Context: an optimization exercise on an open-source flow, tuned for small area, a short achievable clock period and few clock cycles. The choices shown serve that exercise and are no tape-out recipe. The RTL was checked by simulation tests, not by an equivalence proof against the original design. No activity file was given, so power comes from the tool's default toggle rates.

**design/flow/config.mk**
```make
export PLATFORM = sky130hd
export DESIGN_NAME = dmul_unit
export DESIGN_NICKNAME = dmul_unit
export VERILOG_FILES = /design/flow/design.v
export SDC_FILE = /design/flow/constraint.sdc
export NUM_CORES = 4
export LEC_CHECK = 0
export CAP_MARGIN = 20
export CORE_MARGIN = 2
export CORE_UTILIZATION = 40
export SLEW_MARGIN = 20
```
**design/flow/constraint.sdc**
```tcl
create_clock -name core_clock -period 200.0 [get_ports {clk}]
set_input_delay 40.0000 -clock core_clock [delete_from_list [all_inputs] [get_ports {clk}]]
set_output_delay 40.0000 -clock core_clock [all_outputs]
set_load 0.01 [all_outputs]
```
**design/flow/design.v**
```verilog
module dmul_unit (
    input  wire         clk,
    input  wire         rst,
    input  wire         start,
    input  wire [255:0] dacc_in,
    input  wire [255:0] opnd_in,
    input  wire [4:0]   len_m1,
    input  wire [4:0]   scale,
    input  wire [2:0]   rmode,
    input  wire         sat_en,
    input  wire         dovt_en,
    output wire         ready,
    output reg          done,
    output reg  [255:0] dacc_out,
    output reg  [3:0]   trap,
    output reg          flag_inx,
    output reg          flag_ovf,
    output reg          flag_sat
);
    localparam S_IDLE  = 2'd0;
    localparam S_MUL   = 2'd1;
    localparam S_SHIFT = 2'd2;
    localparam S_ROUND = 2'd3;
    localparam M_TRUNC     = 3'd0;
    localparam M_HALF_UP   = 3'd1;
    localparam M_HALF_EVEN = 3'd2;
    localparam M_HALF_DOWN = 3'd3;
    localparam M_AWAY      = 3'd4;
    localparam M_CEIL      = 3'd5;
    localparam M_FLOOR     = 3'd6;
    localparam M_FIVE_UP   = 3'd7;
    reg [1:0]   state;
    reg [5:0]   cnt;
    reg [255:0] a_reg;        
    reg [255:0] b_reg;        
    reg [4:0]   len_r;
    reg [4:0]   scale_r;
    reg [2:0]   mode_r;
    reg         sat_r;
    reg         dovt_r;
    reg [503:0] acc;          
    reg [3:0]   g1, g2;       
    reg         sticky;
    assign ready = (state == S_IDLE);
    wire [3:0] bdig = b_reg[4*cnt+4 +: 4];
    wire [3:0]   units [0:63];
    wire [3:0]   tens  [0:63];
    wire [255:0] pp;
    wire [64:0]  pc;              
    assign pc[0] = 1'b0;
    wire [503:0] acc_next;
    wire [126:0] ac;              
    assign ac[0] = 1'b0;
    genvar gi;
    generate
        for (gi = 0; gi < 64; gi = gi + 1) begin : g_pp
            if (gi < 63) begin : g_prod
                wire [6:0] prod = a_reg[4*gi+4 +: 4] * bdig;
                assign units[gi] = prod % 7'd10;
                assign tens[gi]  = prod / 7'd10;
            end else begin : g_top
                assign units[gi] = 4'd0;
                assign tens[gi]  = 4'd0;
            end
            wire [4:0] t = units[gi] + (gi > 0 ? tens[gi > 0 ? gi-1 : 0] : 4'd0) + pc[gi];
            wire       tc = (t > 5'd9);
            wire [4:0] tr = tc ? t - 5'd10 : t;
            assign pp[4*gi +: 4] = tr[3:0];
            assign pc[gi+1] = tc;
        end
        for (gi = 0; gi < 126; gi = gi + 1) begin : g_acc
            wire [3:0] prev = (gi > 0) ? acc[4*(gi > 0 ? gi-1 : 0) +: 4] : 4'd0;
            wire [4:0] u    = prev + (gi < 64 ? pp[4*(gi < 64 ? gi : 0) +: 4] : 4'd0) + ac[gi];
            wire       uc   = (u > 5'd9);
            wire [4:0] ur   = uc ? u - 5'd10 : u;
            assign acc_next[4*gi +: 4] = ur[3:0];
            assign ac[gi+1] = uc;
        end
    endgenerate
    wire [62:0] a_bad, b_bad;
    generate
        for (gi = 0; gi < 63; gi = gi + 1) begin : g_valid
            assign a_bad[gi] = (a_reg[4*gi+4 +: 4] > 4'd9);
            assign b_bad[gi] = (gi <= 2*len_r) && (b_reg[4*gi+4 +: 4] > 4'd9);
        end
    endgenerate
    wire a_ok = (a_reg[3:0] >= 4'hA) && !(|a_bad);
    wire b_ok = (b_reg[3:0] >= 4'hA) && !(|b_bad);
    wire a_neg   = (a_reg[3:0] == 4'hB) || (a_reg[3:0] == 4'hD);
    wire b_neg   = (b_reg[3:0] == 4'hB) || (b_reg[3:0] == 4'hD);
    wire neg     = a_neg ^ b_neg;
    wire [251:0] r_lo  = acc[251:0];
    wire         hi_nz = |acc[503:252];
    wire lost  = (g1 != 0) || (g2 != 0) || sticky;
    wire half  = (g1 == 4'd5) && (g2 == 0) && !sticky;
    wire above = (g1 > 4'd5) || ((g1 == 4'd5) && ((g2 != 0) || sticky));
    wire odd   = r_lo[0];
    reg up;
    always @* begin
        case (mode_r)
            M_TRUNC:     up = 1'b0;
            M_HALF_UP:   up = half || above;
            M_HALF_EVEN: up = above || (half && odd);
            M_HALF_DOWN: up = above;
            M_AWAY:      up = lost;
            M_CEIL:      up = lost && !neg;
            M_FLOOR:     up = lost && neg;
            default:     up = lost && ((r_lo[3:0] == 4'd0) || (r_lo[3:0] == 4'd5));
        endcase
    end
    wire [251:0] r_inc;
    wire [63:0]  icy;             
    assign icy[0] = up;
    generate
        for (gi = 0; gi < 63; gi = gi + 1) begin : g_inc
            wire [3:0] dg = r_lo[4*gi +: 4];
            assign r_inc[4*gi +: 4] = !icy[gi] ? dg : (dg == 4'd9 ? 4'd0 : dg + 4'd1);
            assign icy[gi+1] = icy[gi] && (dg == 4'd9);
        end
    endgenerate
    wire ic = icy[63];
    wire overflow = hi_nz || ic;
    wire r_zero   = (r_inc == 252'd0);
    wire [3:0] r_sign = (neg && !r_zero) ? 4'hD : 4'hC;
    localparam [251:0] NINES = {63{4'h9}};
    always @(posedge clk) begin
        if (rst) begin
            state <= S_IDLE;
            done  <= 1'b0;
        end else begin
            done <= 1'b0;
            case (state)
                S_IDLE: begin
                    if (start) begin
                        a_reg   <= dacc_in;
                        b_reg   <= opnd_in;
                        len_r   <= len_m1;
                        scale_r <= scale;
                        mode_r  <= rmode;
                        sat_r   <= sat_en;
                        dovt_r  <= dovt_en;
                        acc     <= 504'd0;
                        g1      <= 4'd0;
                        g2      <= 4'd0;
                        sticky  <= 1'b0;
                        cnt     <= {len_m1, 1'b0};
                        state   <= S_MUL;
                    end
                end
                S_MUL: begin
                    acc <= acc_next;
                    if (cnt == 0) begin
                        cnt   <= {1'b0, scale_r};
                        state <= (scale_r == 0) ? S_ROUND : S_SHIFT;
                    end else begin
                        cnt <= cnt - 1'b1;
                    end
                end
                S_SHIFT: begin
                    acc    <= {4'd0, acc[503:4]};
                    g1     <= acc[3:0];
                    g2     <= g1;
                    sticky <= sticky || (g2 != 0);
                    cnt    <= cnt - 1'b1;
                    if (cnt == 1)
                        state <= S_ROUND;
                end
                S_ROUND: begin
                    done     <= 1'b1;
                    state    <= S_IDLE;
                    trap     <= 4'd0;
                    flag_inx <= 1'b0;
                    flag_ovf <= 1'b0;
                    flag_sat <= 1'b0;
                    if (!a_ok || !b_ok) begin
                        trap     <= 4'd7;
                        dacc_out <= a_reg;
                    end else if (overflow && sat_r) begin
                        dacc_out <= {NINES, neg ? 4'hD : 4'hC};
                        flag_sat <= 1'b1;
                        flag_inx <= lost;
                    end else if (overflow && dovt_r) begin
                        trap     <= 4'd8;
                        dacc_out <= a_reg;
                    end else begin
                        dacc_out <= {r_inc, r_sign};
                        flag_ovf <= overflow;
                        flag_inx <= lost;
                    end
                end
            endcase
        end
    end
endmodule
```
**design/flow/run.sh**
```bash
#!/bin/bash
# synth_recipe.tcl (not shown) runs the flow's synth.tcl, then flattens the netlist and writes it again
# the make line also repeats each setting of config.mk as NAME=value (left out here)
make -C /OpenROAD-flow-scripts/flow DESIGN_CONFIG=/design/flow/config.mk WORK_HOME=/design/flow/orfs CLKGATE_MAP_FILE= SYNTH_SCRIPT=/design/flow/synth_recipe.tcl finish
```
==> results.json <==
{
  "status": "complete, no violations",
  "grt_pass1_vias": 112966,
  "ctsResizeCount": 0,
  "crit_slowest_cell": "mux4_4",
  "power_leader": "combinational logic",
  "synth_edf_count": 1307,
  "arrival_ns": 185.26,
  "synth_area_um2": 141000,
  "firstDrtPassIters": 6,
  "cts.sinks": 1310,
  "fin_ws_ns": 15.33,
  "final_cell_mix": "nand2_1 (1,645), ha_1 (1,394), inv_1 (1,311)",
  "fill_cells": 33812,
  "fin_util_pct": 45.4,
  "synthCells": 15635,
  "grt_usage_pct": 27.0,
  "dp_worst_setup_slack_ns": 17.33,
  "slowest_delay_ns": 0.98,
  "portBuffers": 794,
  "async_flop_share_pct": 0,
  "io_pins": 795,
  "pwr-share-seq_pct": 1.1,
  "cts_buffers": 167,
  "hold_viol": 0,
  "endpoint": "acc[503]$_DFFE_PP_",
  "path_delay_family": "adder cells",
  "grt_overflow": 0,
  "powerDensity_nw_per_um2": 455,
  "combPwrFrac_pct": 98.5,
  "nets": 18481,
  "cts_hold_buf": 0,
  "slew_headroom_pct": 12.6,
  "whs_endpoint": "dacc_out[3]$_DFFE_PP_",
  "synth_warnings": 1,
  "finalSetupTns_ns": 0,
  "clkTransAtPathRegs_ns": 0.06,
  "startpoint": "cnt[0]$_DFFE_PP_",
  "ir_worst_vdd_v": 0.000696,
  "grt_pass1_wl_um": 730000,
  "internal_power_mw": 31.7,
  "power_combinational_mw": 71.0,
  "worstHoldStart": "a_reg[3]$_DFFE_PP_",
  "slew_viol_final": 0,
  "rr_endpoint": "acc[503]$_DFFE_PP_",
  "switching_share_pct": 56.0,
  "timing.fmax_mhz": 5.42,
  "setup_violations": 0,
  "grt_max_degree": 174,
  "syn2layout_area_growth_pct": 12.8,
  "detail-route-antenna-nets": 0,
  "pwr-share-clk_pct": 0.4,
  "rsz0062_at_grt": "no",
  "synth_cell_types": 123,
  "top_register": "acc",
  "clockBufferDepth": 4,
  "core_area_um2": 350000,
  "crit_buf_inv": 71,
  "synthesis.nets": 18061,
  "worstSetupPathType": "flip-flop to flip-flop",
  "p_seq_mw": 0.789,
  "syn_area_per_cell_um2": 9.00,
  "drc": 0,
  "fin_worst_skew_ns": 0.118,
  "die_y_um": 597,
  "antenna_found_initial": 59,
  "reg2regPathDepth": 711,
  "pg_clk_mw": 0.322,
  "gp_congestion": 0.948,
  "die_width_um": 597,
  "power_leakage_nw": 65.7,
  "cp.required_ns": 200.59,
  "cp-end-kind": "flip-flop",
  "largest_register_ffs": 504,
  "cp-start-kind": "flip-flop",
  "drtIter0Drc": 11221,
  "postCtsSetupRepairBufs": 0,
  "root_buffer": "clkbuf_16",
  "crit_cells": 711,
  "ys_ff_latch": 1310,
  "tightest_slew_ns": 1.30,
  "clk_latency_ns": 0.92,
  "layout_commonest_cell": "nand2_1",
  "fin_crit_ns": 184.67,
  "row_count": 217,
  "hpwl_um": 388000,
  "drive_gt1_share_pct": 4.99,
  "net-switching-power_mw": 40.4,
  "finalCritPeriodShare_pct": 92.3,
  "hold_path.class": "flip-flop to flip-flop",
  "drt-total-wl_um": 497000,
  "cap_violations": 0,
  "viasPerCell": 5.80,
  "r2r_slack_ns": 15.33,
  "ys_seq_area_share_pct": 27.9,
  "worstPathMaxFanout": 51,
  "avgRoutedWirePerCell_um": 23.9,
  "r2r-start": "cnt[0]$_DFFE_PP_",
  "h-tree-depth": 4,
  "whs_path_depth": 0,
  "vias": 120686,
  "cts_tree": "yes",
  "start_util_pct": 40.2,
  "dieArea_um2": 356000,
  "synth_ff_type": "edfxtp_1"
}
[layer usage]
metal | vias up | global-route usage [%] | wire length, um
met1 | 58601 | 35.4 | 208000
li1 | 56891 | - | -
met3 | 845 | 3.89 | 34200
met4 | 26 | 17.0 | 35600
met2 | 4323 | 41.9 | 219000
met5 | - | 0 | 161
[cell usage after synthesis, types with 23 or more instances]
library cell,number,area (um^2)
nor4_1,126,788
mux2i_1,308,3080
a211oi_1,129,968
or4_1,24,180
clkbuf_1,590,2210
xor2_1,391,3420
nor2b_1,117,732
inv_1,1311,4920
nor3b_1,36,270
mux4_2,71,1600
or2_2,26,163
nor4b_1,45,394
nor3_1,265,1330
a22oi_1,39,293
a32o_1,32,320
and3_1,61,382
o21ai_0,1112,5570
fa_1,502,10000
or3_1,42,263
nand2_1,1646,6180
buf_2,67,335
a31oi_1,189,1180
a311oi_1,29,254
a21o_1,393,2950
ha_1,1394,17400
a21oi_1,1004,5020
mux2_2,167,1880
a221oi_1,41,359
nand4_1,109,682
buf_1,27,101
nor2_1,766,2880
and4_1,23,201
a22o_1,312,2730
o22ai_1,110,688
nand3_1,344,1720
nand2b_1,178,1110
edfxtp_1,1307,39200
o311ai_0,28,245
o21a_1,70,526
o31ai_1,52,390
o211ai_1,129,968
a21boi_0,28,210
xnor2_1,865,7580
and2_1,625,3910
nand3b_1,39,293
[layout make-up]
cell class / instances / area (um^2) / area share (%)
Clock inverter: 107 / 1280 / 0.809
Antenna cell: 26 / 65.1 / 0.0410
Sequential cell: 1310 / 39300 / 24.8
Clock buffer: 194 / 4340 / 2.74
Inverter: 1314 / 4930 / 3.11
Tap cell: 4599 / 5750 / 3.63
Multi-Input combinational cell: 12305 / 93700 / 59.1
Timing Repair Buffer: 957 / 9260 / 5.83
[through the flow]
stage / instances / hold WS [ns] / cell area, um^2 / power, mW
after detailed placement: 20485 / 0.515 / 153000 / 71.0
after floorplan: 15635 / 0.522 / 141000 / 57.4
after CTS: 20786 / 0.530 / 159000 / 71.9
final: 20812 / 0.526 / 159000 / 72.1
after global routing: 20803 / 0.546 / 159000 / 81.2
after global placement: 20485 / 0.502 / 153000 / 69.7
[logic make-up (layout without fill, tap and decap cells)]
kind of cell             count (synthesis)  in the layout  synth area share [%]
multiplexers                           548            548                  4.68
flip-flops                            1310           1310                  27.9
other                                    1             27               0.00267
adder cells (fa/ha/maj)               1901           1901                  19.6
XOR/XNOR                              1272           1272                  8.02
AND/OR/NAND/NOR                       4570           4570                  15.9
AO/OA/AOI/OAI                         4013           4013                  18.3
buffers and inverters                 2020           2572                  5.53
Testbench counts, summed over its fixed seeds: cycles 50,998.

[static timing again, ports no longer ideal]
No port has a modelled driver above. Below, the same layout with a new extraction and two added sets of constraints.
Step 1: set_driving_cell puts a clkbuf_16 on clk and a buf_2 on each other input, an assumption about the parent block.
Step 2 times the ports against the registers' clock, not the clock port: input delays grow and output delays shrink by t, the midpoint of the rising clock arrivals with the driver on.
a / b / c = no drivers / after step 1 / after step 2; a / b = the first two.
shift t [ns]: 0.974
slack for setup (ns): 15.330 / 15.330 / 15.330
slew at the worst register clock pin (ns): 0.07 / 0.07
After both steps this run still meets setup and hold. For this run, drivers alone change the setup slack by 0.000 ns; drivers and shift together by 0.000 ns.
